From an optimization exercise on the open Yosys and OpenROAD flow, aimed at small area, a short achievable clock period and few clock cycles per item; shortcuts taken in it are not production practice. Only simulation tests tie the RTL to the original design; equivalence was not proved. No activity file was given, so power comes from the tool's default toggle rates.

Setup of main:
## lseq_core
module lseq_core (
    input  wire         clk,
    input  wire         rst,
    input  wire         start,
    output wire         ready,
    output reg          done,
    output wire [9:0]   img_addr,
    input  wire [31:0]  img_data,
    input  wire [63:0]  in_bits,
    input  wire [255:0] w_in,
    input  wire [31:0]  ltime,
    output wire [63:0]  q_bits,
    output wire [127:0] w_out,
    output wire [31:0]  exec_cost
);
    localparam [7:0] OP_LD   = 8'h01, OP_LDN  = 8'h02, OP_AND  = 8'h03,
                     OP_ANDN = 8'h04, OP_OR   = 8'h05, OP_ORN  = 8'h06,
                     OP_XOR  = 8'h07, OP_ST   = 8'h08, OP_STN  = 8'h09,
                     OP_SET  = 8'h0A, OP_RST  = 8'h0B,
                     OP_ANDP = 8'h10, OP_ORP  = 8'h11, OP_POP  = 8'h12,
                     OP_TON  = 8'h20, OP_TOF  = 8'h21, OP_TP   = 8'h22,
                     OP_CU   = 8'h28, OP_CD   = 8'h29, OP_CR   = 8'h2A,
                     OP_RISE = 8'h30, OP_FALL = 8'h31,
                     OP_LW   = 8'h38, OP_SW   = 8'h39, OP_SUBW = 8'h3A,
                     OP_ABSW = 8'h3B,
                     OP_CEQ  = 8'h40, OP_CNE  = 8'h41, OP_CLT  = 8'h42,
                     OP_CGT  = 8'h43, OP_CLE  = 8'h44, OP_CGE  = 8'h45,
                     OP_JMP  = 8'h50, OP_JMPC = 8'h51, OP_END  = 8'hFF;
    localparam [3:0] AR_I = 4'h0, AR_Q = 4'h1, AR_F = 4'h2, AR_T = 4'h3,
                     AR_C = 4'h4, AR_E = 4'h5, AR_W = 4'h6, AR_K = 4'h7,
                     AR_S = 4'h8;
    reg         busy;         
    reg         tcyc;         
    reg         jcp;          
    reg [8:0]   seqa;         
    reg [8:0]   tgt;          
    reg [9:0]   taddr;        
  ...
Size: about 6,400 cells after synthesis, roughly 1,300 flip-flops, ~620 I/O pins.
Settings: LEC_CHECK=0, CAP_MARGIN=20, CORE_MARGIN=2, CORE_UTILIZATION=50, SLEW_MARGIN=20; clock period 10.0 ns.
standard.sh (not shown) runs the stock make flow with config.mk's settings and CLKGATE_MAP_FILE= SYNTH_SCRIPT=/design/flow/synth_recipe.tcl, a recipe that flattens the netlist after the stock synthesis.
==> flow/flow/run.sh <==
#!/bin/bash
# The standard layout, with a larger setup margin for ORFS's timing repair so it keeps
# shortening the critical paths past the point the design's clock period needs.
set -euo pipefail
bash standard.sh SETUP_SLACK_MARGIN=6.0 finish > standard.log 2>&1
Testbench counts of main, summed over its fixed seeds: cycles 141,045, items 1,920.
Edits applied to the flow inputs when going from main to the feature branch:
--- a/flow/design.v
+++ b/flow/design.v
@@ -84,12 +84,13 @@
                      OP_JMP  = 8'h50, OP_JMPC = 8'h51, OP_END  = 8'hFF;
     localparam [3:0] AR_I = 4'h0, AR_Q = 4'h1, AR_F = 4'h2, AR_T = 4'h3,
                      AR_C = 4'h4, AR_E = 4'h5, AR_W = 4'h6, AR_K = 4'h7,
                      AR_S = 4'h8;
     reg         busy;         
     reg         tcyc;         
+    reg         tnd1, tnd0;   
     reg         jcp;          
     reg [8:0]   seqa;         
     reg [8:0]   tgt;          
     reg [9:0]   taddr;        
     reg         xv;           
     reg [7:0]   opc;          
@@ -143,21 +144,44 @@
     wire        f_jmpc = (f_opc == OP_JMPC);
     wire        f_tim  = (f_opc == OP_TON || f_opc == OP_TOF || f_opc == OP_TP);
     wire        f_tbl  = f_tim || f_opc == OP_CU ||
                          ((f_opc == OP_LW || f_opc == OP_SUBW ||
                            (f_opc >= OP_CEQ && f_opc <= OP_CGE)) && f_area == AR_K) ||
                          (f_opc >= OP_LD && f_opc <= OP_XOR && f_area == AR_C && !f_qhit);
-    wire        x_cnt  = busy && xv && !tcyc &&
+    wire        teff   = tcyc && (acc ? tnd1 : tnd0);
+    wire        x_cnt  = busy && xv && !teff &&
                          (opc == OP_CU || opc == OP_CD || opc == OP_CR);
     wire        f_qhit = q_v[f_addr[2:0]] && !(x_cnt && cn == f_addr[2:0]);
+    wire [2:0]  f_tn   = f_addr[2:0];
+    reg         f_tnd1, f_tnd0;
+    always @(*) begin
+        case (f_opc)
+            OP_TON: begin
+                f_tnd1 = 1'b1;
+                f_tnd0 = 1'b0;
+            end
+            OP_TOF: begin
+                f_tnd1 = 1'b0;
+                f_tnd0 = t_timing[f_tn] || (t_seen[f_tn] && t_prev[f_tn]);
+            end
+            OP_TP: begin
+                f_tnd1 = t_timing[f_tn] || (t_seen[f_tn] && !t_prev[f_tn]);
+                f_tnd0 = t_timing[f_tn];
+            end
+            default: begin
+                f_tnd1 = 1'b1;
+                f_tnd0 = 1'b1;
+            end
+        endcase
+    end
     wire [8:0]  cur    = (jcp && acc) ? tgt : seqa;    
     wire [31:0] cur_m  = pand({23'd0, cur});
     wire [8:0]  cur_p1 = cur ^ cur_m[8:0];
-    wire        fetch  = busy ? !tcyc : start;
-    wire        xexec  = busy && xv && !tcyc;
-    wire        tread  = busy && tcyc;
+    wire        fetch  = busy ? !teff : start;
+    wire        xexec  = busy && xv && !teff;
+    wire        tread  = busy && teff;
     wire        x_tim  = (opc == OP_TON || opc == OP_TOF || opc == OP_TP);
     reg [9:0] f_taddr;
     always @(*) begin
         if (f_tim)
             f_taddr = {7'b1100000, f_addr[2:0]};      
         else if (f_area == AR_C)
@@ -297,12 +321,14 @@
         if (fetch) begin
             opc  <= f_opc;
             area <= f_area;
             addr <= f_addr[7:0];
             xv   <= !f_end;
             tcyc <= f_tbl;
+            tnd1 <= f_tnd1;
+            tnd0 <= f_tnd0;
             ctb  <= f_tbl;
             xclk <= clocks;
             if (f_opc[6]) tgt <= f_addr[8:0];
             taddr <= f_taddr;
             if (f_opc[5] || f_area == AR_T) tn <= f_addr[2:0];
             if (f_opc[5] || f_area == AR_C) cn <= f_addr[2:0];
Findings:
Xor/xnor cell area share of the yosys netlist of the feature branch is on par with main.
Summary of the feature branch over main: final critical-path share of the clock period rose 2.1 points, simple-gate portion of the synthesized area rose 0.30 points.
Looking at global-route usage, the feature branch sits above main.
Filler cell count of the feature branch falls short of that of main slightly.
In the metrics for the feature branch and main, the one carrying the higher total clock buffers created by CTS is the feature branch.
Between the feature branch and main, the difference in die footprint is negligible.
Clock network fraction of total power, the feature branch and main: lower on the feature branch
The lower register fraction of the total cell area of the feature branch and main is in the feature branch.
Compared with main, the feature branch shows top achievable clock speed that has gone down by a few percent.
Testbench counts of the feature branch, summed over its fixed seeds: cycles 137,669, items 1,920.

* * *

oak:
Another version of the RTL of lseq_core (not shown whole).
Size: roughly 620 I/O pins, about 0.067 mm^2 of cells after synthesis.
clock: 10.0 ns
lec_check: 0
cap_margin: 20
core_margin: 2
core_utilization: 40
setup_slack_margin: 5
slew_margin: 20
run.sh (not shown) runs the stock make flow with config.mk's settings and CLKGATE_MAP_FILE= SYNTH_SCRIPT=/design/flow/synth_recipe.tcl, a recipe that flattens the netlist after the stock synthesis.
Stock flow here: none of the scripts above is used.
Testbench counts of oak, summed over its fixed seeds: cycles 145,925, items 1,920.
What pine does differently from oak at the input level:
-- flow/design.v --
<<< oak, line 81
    reg [8:0]   seqa;         
    reg [8:0]   tgt;          
    reg         xv;           
    reg [7:0]   opc;          
>>> pine, line 81
    reg [8:0]   seqa;         
    reg [8:0]   tgt;          
    reg [9:0]   taddr;        
    reg         xv;           
    reg [7:0]   opc;          
<<< oak, line 122
                           (f_opc >= OP_CEQ && f_opc <= OP_CGE)) && f_area == AR_K) ||
                         (f_opc >= OP_LD && f_opc <= OP_XOR && f_area == AR_C);
    wire [8:0]  cur    = !busy ? 9'd0 : (jcp && acc) ? tgt : seqa;
    wire [31:0] cur_m;
    lseq_pand32 u_pc_inc (.a({23'd0, cur}), .m(cur_m));
>>> pine, line 123
                           (f_opc >= OP_CEQ && f_opc <= OP_CGE)) && f_area == AR_K) ||
                         (f_opc >= OP_LD && f_opc <= OP_XOR && f_area == AR_C);
    wire [8:0]  cur    = (jcp && acc) ? tgt : seqa;    
    wire [31:0] cur_m;
    lseq_pand32 u_pc_inc (.a({23'd0, cur}), .m(cur_m));
<<< oak, line 130
    wire        tread  = busy && tcyc;
    wire        x_tim  = (opc == OP_TON || opc == OP_TOF || opc == OP_TP);
    reg [9:0] tbl_addr;
    always @(*) begin
        if (x_tim)
            tbl_addr = {7'b1100000, tn};              
        else if (area == AR_C)
            tbl_addr = {7'b1100001, cn};              
        else
            tbl_addr = {2'b10, addr[7:0]};            
    end
    assign img_addr = tread ? tbl_addr : {1'b0, cur};
    wire        x_sw   = xexec && (opc == OP_SW);
    wire [31:0] f_wo   = (x_sw && addr[1:0] == f_addr[1:0]) ? wacc : wo[f_addr[1:0]];
>>> pine, line 131
    wire        tread  = busy && tcyc;
    wire        x_tim  = (opc == OP_TON || opc == OP_TOF || opc == OP_TP);
    reg [9:0] f_taddr;
    always @(*) begin
        if (f_tim)
            f_taddr = {7'b1100000, f_addr[2:0]};      
        else if (f_area == AR_C)
            f_taddr = {7'b1100001, f_addr[2:0]};      
        else
            f_taddr = {2'b10, f_addr[7:0]};           
    end
    assign img_addr = tread ? taddr : {1'b0, cur};
    wire        x_sw   = xexec && (opc == OP_SW);
    wire [31:0] f_wo   = (x_sw && addr[1:0] == f_addr[1:0]) ? wacc : wo[f_addr[1:0]];
<<< oak, line 263
            busy <= 1'b0;
            done <= 1'b0;
        end else begin
            done <= fetch && f_end;
>>> pine, line 264
            busy <= 1'b0;
            done <= 1'b0;
            seqa <= 9'd0;
            jcp  <= 1'b0;
        end else begin
            done <= fetch && f_end;
<<< oak, line 268
                if (f_end) busy <= 1'b0;
                else       busy <= 1'b1;
            end
        end
>>> pine, line 271
                if (f_end) busy <= 1'b0;
                else       busy <= 1'b1;
                jcp  <= f_jmpc;
                seqa <= f_end ? 9'd0 : f_jmp ? f_addr[8:0] : cur_p1;
            end
        end
<<< oak, line 278
            xv   <= !f_end;
            tcyc <= f_tbl;
            jcp  <= f_jmpc;
            if (f_jmpc) tgt <= f_addr[8:0];
            if (f_tim || f_area == AR_T) tn <= f_addr[2:0];
            if (f_cnt) cn <= f_addr[2:0];
            if (f_opc == OP_RISE || f_opc == OP_FALL) en <= f_addr[3:0];
            seqa <= f_jmp ? f_addr[8:0] : cur_p1;
            wop  <= f_wop;
        end else if (tread) begin
>>> pine, line 283
            xv   <= !f_end;
            tcyc <= f_tbl;
            if (f_jmpc) tgt <= f_addr[8:0];
            if (f_tbl) taddr <= f_taddr;
            if (f_tim || f_area == AR_T) tn <= f_addr[2:0];
            if (f_cnt) cn <= f_addr[2:0];
            if (f_opc == OP_RISE || f_opc == OP_FALL) en <= f_addr[3:0];
            wop  <= f_wop;
        end else if (tread) begin
Findings:
Looking at startpoint of the most critical setup path, the wop[17]$_DFFE_PP_ result is from oak; the wop[8]$_DFFE_PP_ one comes from pine. Compared to oak, pine reaches a higher achievable clock. Changes observed in pine relative to oak: area of the die held steady; number of buffers and inverters on the critical path grew by 1; mux cell area share after synthesis shrank by 0.58 points; via count of the first global-routing pass shrank by 0.37%; antenna cell count shrank by 2. pine vs oak: met2 track utilization from global routing down in pine. The lower utilization of pine and oak is in pine. Between pine and oak, share of final layout cell area taken by non-clock buffers is lower for pine, oak comes in above that. Diff pine and oak: share of power burned in combinational logic higher in oak. Clock network latency to the later pin of the worst-skew pair in pine vs oak: up 20 ps.
Testbench counts of pine, summed over its fixed seeds: cycles 145,925, items 1,920.

-- afterwards: timing with drivers on the ports --
The results above use ideal ports. As a check the final layouts listed here were re-extracted and re-timed, cells and wires unchanged. Step 1, drivers: a clkbuf_16 drives clk and a buf_2 each remaining input, both assumed. Step 2 moves the port delays by t, midway between the first and last clock arrival at a register: inputs arrive t later, outputs are due t later. That takes back most of the time a late clock gives input paths. Three values: ideal ports, drivers, drivers and shift; two values: the first two.
run	t, ns	setup WS [ns]	worst setup path at the end	worst register clock-pin slew, ns
main	0.858	5.621 / 5.621 / 5.009	input to register	0.07 / 0.07
the feature branch	0.867	5.410 / 5.374 / 4.845	input to register	0.07 / 0.07
oak	0.867	4.786 / 4.786 / 4.085	input to register	0.07 / 0.07
pine	0.882	5.097 / 5.036 / 4.456	input to register	0.07 / 0.07
After both steps every run listed still meets setup and hold. The setup slack of oak, which loses most, moves by 0.000 ns with the drivers and by -0.701 ns with both steps.
